This design comes from an exercise in tuning for small area and a short achievable clock period on the open sky130 flow, not from production work. In this exercise RTL edits were held to simulation tests only and were not proved equivalent to the original. Power is estimated from default activity; no workload was simulated.

==> flow/design.v (excerpt) <==
module la_writeback (
    input  wire         clk,
    input  wire         rst,
    input  wire         in_valid,
    input  wire [1:0]   in_cls,      
    input  wire         in_sat,      
    input  wire [127:0] in_v,        
    input  wire [9:0]   in_g,        
    input  wire [7:0]   in_oshift,   
    input  wire [3:0]   in_dfmt,     
    input  wire [1:0]   in_rnd,      
    input  wire         in_ovf,      
    input  wire [31:0]  in_r,        
    output reg          out_valid,
    output reg  [31:0]  out_d,
    output reg  [2:0]   out_flags    
);
    localparam F_FP32 = 3'd0;
    localparam F_BF16 = 3'd1;
    localparam F_FP16 = 3'd2;
    localparam F_E4M3 = 3'd3;
    localparam F_E5M2 = 3'd4;
    localparam F_INT  = 3'd5;
    reg         s0_valid;
    reg [1:0]   s0_cls;
    reg         s0_sat;
    reg [127:0] s0_v;
    reg [9:0]   s0_g;
    reg [7:0]   s0_osh;
    reg [3:0]   s0_dfmt;
    reg [1:0]   s0_rnd;
    reg         s0_ovf;
    reg [31:0]  s0_r;
  ...
Size: about 4,300 cells after synthesis, about 230 I/O pins.
==> flow/config.mk <==
export PLATFORM = sky130hd
export DESIGN_NAME = la_writeback
export DESIGN_NICKNAME = la_writeback
export VERILOG_FILES = /design/flow/design.v
export SDC_FILE = /design/flow/constraint.sdc
export NUM_CORES = 4
export LEC_CHECK = 0
export ABC_AREA = 1
export CAP_MARGIN = 20
export CELL_PAD_IN_SITES_DETAIL_PLACEMENT = 1
export CELL_PAD_IN_SITES_GLOBAL_PLACEMENT = 2
export CORE_MARGIN = 2
export CORE_UTILIZATION = 40
export CTS_CLUSTER_DIAMETER = 120
export CTS_CLUSTER_SIZE = 24
export GPL_ROUTABILITY_DRIVEN = 1
export SLEW_MARGIN = 20
==> flow/constraint.sdc <==
create_clock -name core_clock -period 26.0 [get_ports {clk}]
set_input_delay 5.2000 -clock core_clock [delete_from_list [all_inputs] [get_ports {clk}]]
set_output_delay 5.2000 -clock core_clock [all_outputs]
set_load 0.01 [all_outputs]
standard.sh (not shown) runs the stock make flow with config.mk's settings and CLKGATE_MAP_FILE= SYNTH_SCRIPT=/design/flow/synth_recipe.tcl, a recipe that flattens the netlist after the stock synthesis.
==> flow/flow/run.sh <==
#!/bin/bash
set -euo pipefail
bash standard.sh \
    SETUP_SLACK_MARGIN=19.7 \
    "BUFFER_PORTS_ARGS=-buffer_cell sky130_fd_sc_hd__buf_1" \
    finish > flow.log 2>&1
Next try:
CELL_PAD_IN_SITES_DETAIL_PLACEMENT = 0   (was 1)
CELL_PAD_IN_SITES_GLOBAL_PLACEMENT = 1   (was 2)
CORE_UTILIZATION = 50   (was 40)
Outcome:
- The new run completed with no timing, DRC or antenna violations
- routed wire length shrinks by about 16%
- via count decreases by about 1.8%
- worst setup slack improves by 0.021 ns
- non-clock buffer count goes up by 1
- power goes down by 4.6%
- design area is lower by about 1.5%

== the reference run ==
la_writeback, a different RTL version from the one above (not shown whole).
Size: ~4,300 cells after synthesis, roughly 29,000 um2 of cells after synthesis.
==> flow/config.mk <==
export PLATFORM = sky130hd
export DESIGN_NAME = la_writeback
export DESIGN_NICKNAME = la_writeback
export VERILOG_FILES = /design/flow/design.v
export SDC_FILE = /design/flow/constraint.sdc
export NUM_CORES = 4
export LEC_CHECK = 0
export ABC_AREA = 1
export CAP_MARGIN = 20
export CELL_PAD_IN_SITES_DETAIL_PLACEMENT = 0
export CELL_PAD_IN_SITES_GLOBAL_PLACEMENT = 1
export CORE_MARGIN = 2
export CORE_UTILIZATION = 50
export CTS_CLUSTER_DIAMETER = 120
export CTS_CLUSTER_SIZE = 24
export GPL_ROUTABILITY_DRIVEN = 1
export SETUP_SLACK_MARGIN = 5
export SLEW_MARGIN = 20
==> flow/constraint.sdc <==
create_clock -name core_clock -period 26.0 [get_ports {clk}]
set_input_delay 5.2000 -clock core_clock [delete_from_list [all_inputs] [get_ports {clk}]]
set_output_delay 5.2000 -clock core_clock [all_outputs]
set_load 0.01 [all_outputs]
run.sh (not shown) runs the stock make flow with config.mk's settings and CLKGATE_MAP_FILE= SYNTH_SCRIPT=/design/flow/synth_recipe.tcl, a recipe that flattens the netlist after the stock synthesis.
Stock flow here: none of the scripts above is used.
Input-level comparison between the trial run and the reference run:
Settings: removing SETUP_SLACK_MARGIN (formerly 5).
==> flow/flow/run.sh (new file) <==
#!/bin/bash
set -euo pipefail
bash standard.sh \
    SETUP_SLACK_MARGIN=19.7 \
    "BUFFER_PORTS_ARGS=-buffer_cell sky130_fd_sc_hd__buf_1" \
    finish > flow.log 2>&1
==> flow/standard.sh (new file) <==
#!/bin/bash
# synth_recipe.tcl (not shown) runs the flow's synth.tcl, then flattens the netlist and writes it again
# the make line also repeats each setting of config.mk as NAME=value (left out here)
make -C /OpenROAD-flow-scripts/flow DESIGN_CONFIG=/design/flow/config.mk WORK_HOME=/design/flow/orfs CLKGATE_MAP_FILE= SYNTH_SCRIPT=/design/flow/synth_recipe.tcl "${@:-finish}"
removed: flow/run.sh
==> summary.txt <==
- The trial run: no failed stages, no open violations at the end
- Number of non-clock buffers in the layout: the trial run vs the reference run down about 0.4%
- Origin of the worst setup path: out_d[0] -> the trial run, out_d[8] -> the reference run
- In the metrics for the reference run and the trial run, the one carrying the lower global placement routability congestion is the trial run.
- The trial run ends up with higher half-perimeter wire length after detailed placement than the reference run does.
- Endpoint of the worst setup timing path = out_d[8]: the reference run; endpoint of the worst setup timing path = out_d[0]: the trial run
- Any difference in multi-input logic area between the trial run and the reference run is small enough to ignore.
- From the reference run to the trial run the numbers moved as follows: aggregate routed wire length about even, hold slack went up 0.011 ns.
- Total stage count of the critical path essentially unchanged between the reference run and the trial run.

==> port drivers added, routing unchanged <==
Ports are ideal in the flow. The routed layouts listed here were re-timed in OpenROAD.
Step 1: set_driving_cell puts a clkbuf_16 on clk and a buf_2 on each other input, an assumption about the parent block.
Step 2 adds t to the input delays and takes it off the output delays; t is the mean of the earliest and latest rising clock arrival at the registers after step 1. Input paths then give back, and output paths get back, about the clock's delay inside the block.
Slacks: no drivers / after step 1 / after step 2; pairs: no drivers / after step 1.
run	t, ns	slack for setup (ns)	cell pins on the clock port's net
the first run of note 1	0.697	19.722 / 19.653 / 20.286	1
the second run of note 1	0.659	19.743 / 19.682 / 20.341	1
the reference run	0.663	19.324 / 19.262 / 19.464	1
the trial run	0.669	19.735 / 19.674 / 20.186	1
After both steps every run listed still meets setup and hold.
